This is an optimization exercise on Yosys and OpenROAD, whose aim is small area, a short achievable clock period and few clock cycles per item, not a production implementation.
RTL that was checked went through simulation tests only; none was proved equivalent to the original.

==> job 9087: inputs <==
==> flow/design.v <==
module sha256_lane (
    input  wire         clk,
    input  wire         rst,
    input  wire         in_valid,
    output wire         in_ready,
    input  wire [31:0]  in_data,
    input  wire         in_last,
    input  wire [2:0]   in_nbytes,
    output wire         out_valid,
    output wire [255:0] out_digest
);
    localparam [31:0] IV0 = 32'h6a09e667, IV1 = 32'hbb67ae85,
                      IV2 = 32'h3c6ef372, IV3 = 32'ha54ff53a,
                      IV4 = 32'h510e527f, IV5 = 32'h9b05688c,
                      IV6 = 32'h1f83d9ab, IV7 = 32'h5be0cd19;
    function [31:0] rotr(input [31:0] x, input integer n);
        rotr = (x >> n) | (x << (32 - n));
    endfunction
    function [31:0] bkadd(input [31:0] u, input [31:0] v);
        reg [31:0] gg, pp;
        integer k, l;
        begin
            gg = u & v;
            pp = u ^ v;
            for (l = 1; l < 32; l = l * 2)
                for (k = 2 * l - 1; k < 32; k = k + 2 * l) begin
                    gg[k] = gg[k] | (pp[k] & gg[k - l]);
                    pp[k] = pp[k] & pp[k - l];
                end
            for (l = 8; l >= 1; l = l / 2)
                for (k = 3 * l - 1; k < 32; k = k + 2 * l) begin
                    gg[k] = gg[k] | (pp[k] & gg[k - l]);
                    pp[k] = pp[k] & pp[k - l];
                end
            bkadd = u ^ v ^ {gg[30:0], 1'b0};
        end
    endfunction
    function [63:0] csa(input [31:0] x, input [31:0] y, input [31:0] z);
        csa = {x ^ y ^ z, ((x & y) | (x & z) | (y & z)) << 1};
    endfunction
    reg         run;       
    reg         idle;      
    reg  [5:0]  j;         
    reg  [1:0]  sc;        
    reg  [8:0]  stc;       
    reg         inmsg;     
    reg         need80;    
    reg         lenok;     
    reg         lastblk;   
    reg         first;     
    reg         dv1, ov;   
    reg  [25:0] nblk;      
    reg  [5:0]  lenlo;     
    reg         bnd;       
    reg         fin;       
    reg         hadd;      
    reg         wrnd;      
    reg         sched;     
    reg         fh62, fh63, fh0;   
    reg         h64;       
    reg  [31:0] a, b, c, d, e, f, g;      
    reg  [31:0] p;                       
    reg  [31:0] wn;                      
    reg  [31:0] w [1:15];                
    reg  [31:0] xa, xe;                  
    reg  [31:0] ra0, ra1, ra2, ra3;      
    reg  [31:0] re0, re1, re2, re3;      
    reg  [31:0] kt;
    always @(*) begin
            case (j)
                6'd0: kt = 32'h428a2f98; 6'd1: kt = 32'h71374491;
                6'd2: kt = 32'hb5c0fbcf; 6'd3: kt = 32'he9b5dba5;
                6'd4: kt = 32'h3956c25b; 6'd5: kt = 32'h59f111f1;
                6'd6: kt = 32'h923f82a4; 6'd7: kt = 32'hab1c5ed5;
                6'd8: kt = 32'hd807aa98; 6'd9: kt = 32'h12835b01;
                6'd10: kt = 32'h243185be; 6'd11: kt = 32'h550c7dc3;
                6'd12: kt = 32'h72be5d74; 6'd13: kt = 32'h80deb1fe;
                6'd14: kt = 32'h9bdc06a7; 6'd15: kt = 32'hc19bf174;
                6'd16: kt = 32'he49b69c1; 6'd17: kt = 32'hefbe4786;
                6'd18: kt = 32'h0fc19dc6; 6'd19: kt = 32'h240ca1cc;
                6'd20: kt = 32'h2de92c6f; 6'd21: kt = 32'h4a7484aa;
                6'd22: kt = 32'h5cb0a9dc; 6'd23: kt = 32'h76f988da;
                6'd24: kt = 32'h983e5152; 6'd25: kt = 32'ha831c66d;
                6'd26: kt = 32'hb00327c8; 6'd27: kt = 32'hbf597fc7;
                6'd28: kt = 32'hc6e00bf3; 6'd29: kt = 32'hd5a79147;
                6'd30: kt = 32'h06ca6351; 6'd31: kt = 32'h14292967;
                6'd32: kt = 32'h27b70a85; 6'd33: kt = 32'h2e1b2138;
                6'd34: kt = 32'h4d2c6dfc; 6'd35: kt = 32'h53380d13;
                6'd36: kt = 32'h650a7354; 6'd37: kt = 32'h766a0abb;
                6'd38: kt = 32'h81c2c92e; 6'd39: kt = 32'h92722c85;
                6'd40: kt = 32'ha2bfe8a1; 6'd41: kt = 32'ha81a664b;
                6'd42: kt = 32'hc24b8b70; 6'd43: kt = 32'hc76c51a3;
                6'd44: kt = 32'hd192e819; 6'd45: kt = 32'hd6990624;
                6'd46: kt = 32'hf40e3585; 6'd47: kt = 32'h106aa070;
                6'd48: kt = 32'h19a4c116; 6'd49: kt = 32'h1e376c08;
                6'd50: kt = 32'h2748774c; 6'd51: kt = 32'h34b0bcb5;
                6'd52: kt = 32'h391c0cb3; 6'd53: kt = 32'h4ed8aa4a;
                6'd54: kt = 32'h5b9cca4f; 6'd55: kt = 32'h682e6ff3;
                6'd56: kt = 32'h748f82ee; 6'd57: kt = 32'h78a5636f;
                6'd58: kt = 32'h84c87814; 6'd59: kt = 32'h8cc70208;
                6'd60: kt = 32'h90befffa; 6'd61: kt = 32'ha4506ceb;
                6'd62: kt = 32'hbef9a3f7; default: kt = 32'hc67178f2;
            endcase
    end
    wire fill     = (j[5:4] == 2'b00);           
    wire slot     = idle ? (sc == 2'd3) : (stc == 9'd419);
    wire want     = run ? (fill & ~fin) : slot;
    wire rdy      = want & inmsg;
    wire take_in  = rdy & in_valid;
    wire take_pad = run & fill & ~inmsg;
    assign in_ready   = rdy;
    assign out_valid  = ov;
    assign out_digest = {ra0, ra1, ra2, ra3, re0, re1, re2, re3};
    wire        nbfull = in_nbytes[2];
    reg  [31:0] lastw;
    always @(*) begin
        case (in_nbytes[1:0])
            2'd0:    lastw = 32'h80000000;
            2'd1:    lastw = {in_data[31:24], 24'h800000};
            2'd2:    lastw = {in_data[31:16], 16'h8000};
            default: lastw = {in_data[31:8], 8'h80};
        endcase
    end
    wire [31:0] inw    = (in_last & ~nbfull) ? lastw : in_data;
    wire [34:0] bitlen = {nblk, lenlo, 3'd0};
    wire [31:0] padw   = need80                      ? 32'h80000000 :
                         (lenok && j[3:0] == 4'd14)  ? {29'd0, bitlen[34:32]} :
                         (lenok && j[3:0] == 4'd15)  ? bitlen[31:0]  : 32'd0;
    wire [31:0] wordin = inmsg ? inw : padw;
    reg        run_n, idle_n;
    reg  [5:0] j_n;
    always @(*) begin
        run_n  = run;
        idle_n = idle;
        j_n    = j;
        if (run) begin
            if (fin) begin
                run_n  = 1'b0;           
                idle_n = 1'b1;
            end else if (fill & inmsg & ~in_valid) begin
                run_n  = 1'b0;           
            end else begin
                j_n = j + 6'd1;
            end
        end else if (take_in) begin
            run_n  = 1'b1;
            idle_n = 1'b0;
            j_n    = j + 6'd1;
        end
        if (rst) begin
            run_n  = 1'b0;
            idle_n = 1'b1;
            j_n    = 6'd0;
        end
    end
    wire j_last = (j_n == 6'd0);
    wire wrnd_n = run_n & (j_n != 6'd0) & (j_n <= 6'd16);
    wire [31:0] w15_n = (take_in | take_pad) ? wordin : sched ? wn : w[1];
    wire [31:0] iva = (sc == 2'd0) ? IV3 : (sc == 2'd1) ? IV2 : (sc == 2'd2) ? IV1 : IV0;
    wire [31:0] ive = (sc == 2'd0) ? IV7 : (sc == 2'd1) ? IV6 : (sc == 2'd2) ? IV5 : IV4;
    wire [31:0] gop = bnd ? re1 : g;
    wire [31:0] s1  = rotr(e, 6) ^ rotr(e, 11) ^ rotr(e, 25);
    wire [31:0] ch  = (e & f) ^ (~e & g);
    wire [31:0] s0  = rotr(a, 2) ^ rotr(a, 13) ^ rotr(a, 22);
    wire [31:0] maj = (a & b) ^ (a & c) ^ (b & c);
    wire [63:0] ca1 = csa(p, ch, s1);
    wire [63:0] ca2 = csa(xa, maj, s0);
    wire [63:0] ca3 = csa(ca1[63:32], ca1[31:0], ca2[63:32]);
    wire [63:0] ca4 = csa(ca3[63:32], ca3[31:0], ca2[31:0]);
    wire [31:0] a_rnd = ca4[63:32] + ca4[31:0];
    wire [63:0] ce2 = csa(ca1[63:32], ca1[31:0], xe);
    wire [63:0] ce3 = csa(ce2[63:32], ce2[31:0], d);
    wire [31:0] e_rnd = ce3[63:32] + ce3[31:0];
    wire [31:0] opA  = fh62 ? IV3 : fh63 ? IV2 : fh0 ? IV1 : h64 ? 32'd0 : ra3;
    wire [31:0] opE  = fh62 ? IV7 : fh63 ? IV6 : fh0 ? IV5 : h64 ? 32'd0 : re3;
    wire [31:0] addA = bkadd(opA, (hadd | h64) ? a : 32'd0);
    wire [31:0] addE = bkadd(opE, (hadd | h64) ? e : 32'd0);
    wire [31:0] ws0 = rotr(w[2], 7) ^ rotr(w[2], 18) ^ (w[2] >> 3);
    wire [31:0] ws1 = rotr(w[15], 17) ^ rotr(w[15], 19) ^ (w[15] >> 10);
    wire [63:0] wn_c1 = csa(ws1, w[10], ws0);
    wire [63:0] wn_cs = csa(wn_c1[63:32], wn_c1[31:0], w[1]);
    wire [63:0] p_cs  = csa(gop, kt, fill ? 32'd0 : wn);
    integer i;
    always @(posedge clk) begin
        for (i = 1; i < 15; i = i + 1)
            w[i] <= w[i + 1];
        w[15] <= w15_n;
        xa    <= (run_n & j_last) ? (first ? IV0 : ra1) : wrnd_n ? w15_n : 32'd0;
        xe    <= (run_n & j_last) ? (first ? IV4 : re1) : wrnd_n ? w15_n : 32'd0;
        wn    <= bkadd(wn_cs[63:32], wn_cs[31:0]);
        if (run | idle)
            p <= bkadd(p_cs[63:32], p_cs[31:0]);
        if (idle) begin
            {a, b, c, d, e, f, g} <= {iva, a, b, c, ive, e, f};
        end else if (!run) begin
            {a, b, c, d, e, f, g} <= {g, a, b, c, d, e, f};
        end else if (bnd) begin
            {a, b, c, d, e, f, g} <= {a_rnd, addA, ra0, ra1, e_rnd, addE, re0};
        end else begin
            {a, b, c, d, e, f, g} <= {a_rnd, a, b, c, e_rnd, e, f};
        end
        ra0 <= addA;  ra1 <= ra0;  ra2 <= ra1;  ra3 <= ra2;
        re0 <= addE;  re1 <= re0;  re2 <= re1;  re3 <= re2;
        h64   <= bnd;
        stc   <= (run | stc == 9'd419) ? 9'd0 : stc + 9'd1;
        run   <= run_n;
        idle  <= idle_n;
        j     <= j_n;
        bnd   <= run_n & j_last;
        hadd  <= run_n & (j_last | j_n == 6'd62 | j_n == 6'd63);
        wrnd  <= wrnd_n;
        sched <= run_n & (j_n[5:4] != 2'b00);
        fh62  <= run_n & first & (j_n == 6'd62);
        fh63  <= run_n & first & (j_n == 6'd63);
        fh0   <= run_n & first & j_last;
        if (rst) begin
            sc      <= 2'd0;
            inmsg   <= 1'b1;
            need80  <= 1'b0;
            lenok   <= 1'b0;
            lastblk <= 1'b0;
            first   <= 1'b1;
            dv1     <= 1'b0;
            ov      <= 1'b0;
            fin     <= 1'b0;
            nblk    <= 26'd0;
        end else begin
            sc  <= sc + 2'd1;
            fin <= run_n & j_last & lastblk;
            dv1 <= fin;
            ov  <= dv1;
            if (take_in) begin
                if (j[3:0] == 4'd15 && !(in_last && !nbfull))
                    nblk <= nblk + 26'd1;
                if (in_last) begin
                    lenlo  <= nbfull ? {j[3:0] + 4'd1, 2'b00} : {j[3:0], in_nbytes[1:0]};
                    inmsg  <= 1'b0;
                    need80 <= nbfull;
                    lenok  <= ~nbfull && (j[3:0] <= 4'd13);
                end
            end
            if (take_pad) begin
                if (need80) begin
                    need80 <= 1'b0;
                    lenok  <= (j[3:0] <= 4'd13);
                end else if (j[3:0] == 4'd0) begin
                    lenok  <= 1'b1;
                end
                if (j[3:0] == 4'd15 && lenok) begin
                    lastblk <= 1'b1;
                    lenok   <= 1'b0;
                    inmsg   <= 1'b1;
                    nblk    <= 26'd0;
                end
            end
            if (bnd) begin
                first   <= lastblk;
                lastblk <= 1'b0;
            end
        end
    end
endmodule
==> flow/flow/run.sh <==
#!/bin/bash
# Standard ORFS layout with two changes to how it is built:
#  - ports are buffered with the smallest buffer (buf_1) rather than the one
#    buffer_ports picks by default;
#  - clock tree synthesis inserts no dummy load cells and builds the tree
#    from clkbuf_4 and clkbuf_8 cells.
set -euo pipefail
export BUFFER_PORTS_ARGS="-buffer_cell sky130_fd_sc_hd__buf_1"
export CTS_ARGS="-sink_clustering_enable -repair_clock_nets -dont_use_dummy_load -buf_list {sky130_fd_sc_hd__clkbuf_4 sky130_fd_sc_hd__clkbuf_8}"
bash standard.sh > standard.log 2>&1
==> flow/standard.sh <==
#!/bin/bash
# synth_recipe.tcl (not shown) runs the flow's synth.tcl, then flattens the netlist and writes it again
# the make line also repeats each setting of config.mk as NAME=value (left out here)
make -C /OpenROAD-flow-scripts/flow DESIGN_CONFIG=/design/flow/config.mk WORK_HOME=/design/flow/orfs CLKGATE_MAP_FILE= SYNTH_SCRIPT=/design/flow/synth_recipe.tcl "${@:-finish}"
==> flow/config.mk <==
export PLATFORM = sky130hd
export DESIGN_NAME = sha256_lane
export DESIGN_NICKNAME = sha256_lane
export VERILOG_FILES = /design/flow/design.v
export SDC_FILE = /design/flow/constraint.sdc
export NUM_CORES = 4
export LEC_CHECK = 0
export ABC_AREA = 1
export CAP_MARGIN = 30
export CORE_MARGIN = 2
export CORE_UTILIZATION = 30
export PLACE_DENSITY = 0.55
export SETUP_SLACK_MARGIN = 5
export SLEW_MARGIN = 40
==> flow/constraint.sdc <==
create_clock -name core_clock -period 10.0 [get_ports {clk}]
set_input_delay 2.0000 -clock core_clock [delete_from_list [all_inputs] [get_ports {clk}]]
set_output_delay 2.0000 -clock core_clock [all_outputs]
set_load 0.01 [all_outputs]
==> job 5109 (differences from job 9087) <==
CORE_UTILIZATION = 45   (was 30)
PLACE_DENSITY = 0.65   (was 0.55)
==> job 1738 (differences from job 9087) <==
--- a/flow/design.v
+++ b/flow/design.v
@@ -17,2 +17,38 @@
         rotr = (x >> n) | (x << (32 - n));
+    endfunction
+    function [31:0] kconst(input [5:0] t);
+        case (t)
+            6'd0: kconst = 32'h428a2f98; 6'd1: kconst = 32'h71374491;
+            6'd2: kconst = 32'hb5c0fbcf; 6'd3: kconst = 32'he9b5dba5;
+            6'd4: kconst = 32'h3956c25b; 6'd5: kconst = 32'h59f111f1;
+            6'd6: kconst = 32'h923f82a4; 6'd7: kconst = 32'hab1c5ed5;
+            6'd8: kconst = 32'hd807aa98; 6'd9: kconst = 32'h12835b01;
+            6'd10: kconst = 32'h243185be; 6'd11: kconst = 32'h550c7dc3;
+            6'd12: kconst = 32'h72be5d74; 6'd13: kconst = 32'h80deb1fe;
+            6'd14: kconst = 32'h9bdc06a7; 6'd15: kconst = 32'hc19bf174;
+            6'd16: kconst = 32'he49b69c1; 6'd17: kconst = 32'hefbe4786;
+            6'd18: kconst = 32'h0fc19dc6; 6'd19: kconst = 32'h240ca1cc;
+            6'd20: kconst = 32'h2de92c6f; 6'd21: kconst = 32'h4a7484aa;
+            6'd22: kconst = 32'h5cb0a9dc; 6'd23: kconst = 32'h76f988da;
+            6'd24: kconst = 32'h983e5152; 6'd25: kconst = 32'ha831c66d;
+            6'd26: kconst = 32'hb00327c8; 6'd27: kconst = 32'hbf597fc7;
+            6'd28: kconst = 32'hc6e00bf3; 6'd29: kconst = 32'hd5a79147;
+            6'd30: kconst = 32'h06ca6351; 6'd31: kconst = 32'h14292967;
+            6'd32: kconst = 32'h27b70a85; 6'd33: kconst = 32'h2e1b2138;
+            6'd34: kconst = 32'h4d2c6dfc; 6'd35: kconst = 32'h53380d13;
+            6'd36: kconst = 32'h650a7354; 6'd37: kconst = 32'h766a0abb;
+            6'd38: kconst = 32'h81c2c92e; 6'd39: kconst = 32'h92722c85;
+            6'd40: kconst = 32'ha2bfe8a1; 6'd41: kconst = 32'ha81a664b;
+            6'd42: kconst = 32'hc24b8b70; 6'd43: kconst = 32'hc76c51a3;
+            6'd44: kconst = 32'hd192e819; 6'd45: kconst = 32'hd6990624;
+            6'd46: kconst = 32'hf40e3585; 6'd47: kconst = 32'h106aa070;
+            6'd48: kconst = 32'h19a4c116; 6'd49: kconst = 32'h1e376c08;
+            6'd50: kconst = 32'h2748774c; 6'd51: kconst = 32'h34b0bcb5;
+            6'd52: kconst = 32'h391c0cb3; 6'd53: kconst = 32'h4ed8aa4a;
+            6'd54: kconst = 32'h5b9cca4f; 6'd55: kconst = 32'h682e6ff3;
+            6'd56: kconst = 32'h748f82ee; 6'd57: kconst = 32'h78a5636f;
+            6'd58: kconst = 32'h84c87814; 6'd59: kconst = 32'h8cc70208;
+            6'd60: kconst = 32'h90befffa; 6'd61: kconst = 32'ha4506ceb;
+            6'd62: kconst = 32'hbef9a3f7; default: kconst = 32'hc67178f2;
+        endcase
     endfunction
@@ -59,3 +95,2 @@
     reg         fh62, fh63, fh0;   
-    reg         h64;       
     reg  [31:0] a, b, c, d, e, f, g;      
@@ -67,39 +102,2 @@
     reg  [31:0] re0, re1, re2, re3;      
-    reg  [31:0] kt;
-    always @(*) begin
-            case (j)
-                6'd0: kt = 32'h428a2f98; 6'd1: kt = 32'h71374491;
-                6'd2: kt = 32'hb5c0fbcf; 6'd3: kt = 32'he9b5dba5;
-                6'd4: kt = 32'h3956c25b; 6'd5: kt = 32'h59f111f1;
-                6'd6: kt = 32'h923f82a4; 6'd7: kt = 32'hab1c5ed5;
-                6'd8: kt = 32'hd807aa98; 6'd9: kt = 32'h12835b01;
-                6'd10: kt = 32'h243185be; 6'd11: kt = 32'h550c7dc3;
-                6'd12: kt = 32'h72be5d74; 6'd13: kt = 32'h80deb1fe;
-                6'd14: kt = 32'h9bdc06a7; 6'd15: kt = 32'hc19bf174;
-                6'd16: kt = 32'he49b69c1; 6'd17: kt = 32'hefbe4786;
-                6'd18: kt = 32'h0fc19dc6; 6'd19: kt = 32'h240ca1cc;
-                6'd20: kt = 32'h2de92c6f; 6'd21: kt = 32'h4a7484aa;
-                6'd22: kt = 32'h5cb0a9dc; 6'd23: kt = 32'h76f988da;
-                6'd24: kt = 32'h983e5152; 6'd25: kt = 32'ha831c66d;
-                6'd26: kt = 32'hb00327c8; 6'd27: kt = 32'hbf597fc7;
-                6'd28: kt = 32'hc6e00bf3; 6'd29: kt = 32'hd5a79147;
-                6'd30: kt = 32'h06ca6351; 6'd31: kt = 32'h14292967;
-                6'd32: kt = 32'h27b70a85; 6'd33: kt = 32'h2e1b2138;
-                6'd34: kt = 32'h4d2c6dfc; 6'd35: kt = 32'h53380d13;
-                6'd36: kt = 32'h650a7354; 6'd37: kt = 32'h766a0abb;
-                6'd38: kt = 32'h81c2c92e; 6'd39: kt = 32'h92722c85;
-                6'd40: kt = 32'ha2bfe8a1; 6'd41: kt = 32'ha81a664b;
-                6'd42: kt = 32'hc24b8b70; 6'd43: kt = 32'hc76c51a3;
-                6'd44: kt = 32'hd192e819; 6'd45: kt = 32'hd6990624;
-                6'd46: kt = 32'hf40e3585; 6'd47: kt = 32'h106aa070;
-                6'd48: kt = 32'h19a4c116; 6'd49: kt = 32'h1e376c08;
-                6'd50: kt = 32'h2748774c; 6'd51: kt = 32'h34b0bcb5;
-                6'd52: kt = 32'h391c0cb3; 6'd53: kt = 32'h4ed8aa4a;
-                6'd54: kt = 32'h5b9cca4f; 6'd55: kt = 32'h682e6ff3;
-                6'd56: kt = 32'h748f82ee; 6'd57: kt = 32'h78a5636f;
-                6'd58: kt = 32'h84c87814; 6'd59: kt = 32'h8cc70208;
-                6'd60: kt = 32'h90befffa; 6'd61: kt = 32'ha4506ceb;
-                6'd62: kt = 32'hbef9a3f7; default: kt = 32'hc67178f2;
-            endcase
-    end
     wire fill     = (j[5:4] == 2'b00);           
@@ -173,6 +171,6 @@
     wire [31:0] e_rnd = ce3[63:32] + ce3[31:0];
-    wire [31:0] opA  = fh62 ? IV3 : fh63 ? IV2 : fh0 ? IV1 : h64 ? 32'd0 : ra3;
-    wire [31:0] opE  = fh62 ? IV7 : fh63 ? IV6 : fh0 ? IV5 : h64 ? 32'd0 : re3;
-    wire [31:0] addA = bkadd(opA, (hadd | h64) ? a : 32'd0);
-    wire [31:0] addE = bkadd(opE, (hadd | h64) ? e : 32'd0);
+    wire [31:0] opA  = fh62 ? IV3 : fh63 ? IV2 : fh0 ? IV1 : ra3;
+    wire [31:0] opE  = fh62 ? IV7 : fh63 ? IV6 : fh0 ? IV5 : re3;
+    wire [31:0] addA = bkadd(opA, hadd ? a : 32'd0);
+    wire [31:0] addE = bkadd(opE, hadd ? e : 32'd0);
     wire [31:0] ws0 = rotr(w[2], 7) ^ rotr(w[2], 18) ^ (w[2] >> 3);
@@ -181,3 +179,3 @@
     wire [63:0] wn_cs = csa(wn_c1[63:32], wn_c1[31:0], w[1]);
-    wire [63:0] p_cs  = csa(gop, kt, fill ? 32'd0 : wn);
+    wire [63:0] p_cs  = csa(gop, kconst(j), fill ? 32'd0 : wn);
     integer i;
@@ -201,5 +199,4 @@
         end
-        ra0 <= addA;  ra1 <= ra0;  ra2 <= ra1;  ra3 <= ra2;
-        re0 <= addE;  re1 <= re0;  re2 <= re1;  re3 <= re2;
-        h64   <= bnd;
+        ra0 <= addA;  ra1 <= ra0;  ra2 <= ra1;  ra3 <= bnd ? a_rnd : ra2;
+        re0 <= addE;  re1 <= re0;  re2 <= re1;  re3 <= bnd ? e_rnd : re2;
         stc   <= (run | stc == 9'd419) ? 9'd0 : stc + 9'd1;
==> comparison <==
Job 5109 went through all stages and came out clean. Job 1738 produced a clean layout. Job 9087 ran to the end with no violations. Area after synthesis: job 1738 is higher than job 5109 (about 1%). Against job 5109, the fmax of job 1738 is smaller by 0.42%. Against job 5109, the synthesized cell count of job 1738 is larger by 1.5%. Utilization, highest first: job 5109, job 9087, job 1738.
==> figures <==
                                           job 9087    job 1738    job 5109
Outcome            no timing/DRC/antenna violations  no timing/DRC/antenna violations  no timing/DRC/antenna violations
Clock slew at reported path FFs             0.05 ns     0.06 ns     0.06 ns
Initial core utilization                      30.3%       30.2%       45.3%
Average instance area after synthesis      9.07 µm²    9.02 µm²    9.07 µm²
Most numerous cell on the critical path       inv_1           -        fa_1
Cells after Synth                              5887        5976        5887
Crit path largest cell delay                0.54 ns     0.67 ns     0.59 ns
Core region area                         176000 µm²  178000 µm²  118000 µm²
Met3 usage in global routing                  4.68%       3.86%       9.17%
Testbench counts of job 9087, summed over its fixed seeds: cycles 1,485,080, bytes 1,481,700.
Testbench counts of job 5109, summed over its fixed seeds: cycles 1,485,080, bytes 1,481,700.
Only the layout flow was run in job 1738; the RTL was not checked for function there.

## re-timing with driven ports
Ports are ideal in the flow. The routed layouts listed here were re-timed in OpenROAD. Step 1 sets driving cells, clkbuf_16 on the clock port and buf_2 on the other inputs (assumed; they add their load-dependent delay and slew). Step 2 times the ports against the registers' clock, not the clock port: input delays grow and output delays shrink by t, the midpoint of the rising clock arrivals with the driver on. a / b / c = ideal / step 1 / step 2; a / b = the first two.
| run | t, ns | setup WS [ns] | worst register clock-pin slew, ns | worst slew at a driven data input, ns | cell pins on the clock port's net |
|---|---|---|---|---|---|
| job 9087 | 0.975 | 5.044 / 5.044 / 4.339 | 0.07 / 0.07 | 0.10 | 1 |
| job 5109 | 0.957 | 5.077 / 5.077 / 4.244 | 0.07 / 0.07 | 0.07 | 1 |
| job 1738 | 0.994 | 5.056 / 5.056 / 4.345 | 0.07 / 0.07 | 0.10 | 1 |
After both steps every run listed still meets setup and hold. The setup slack of job 5109, which loses most, moves by 0.000 ns with the drivers and by -0.833 ns with both steps.
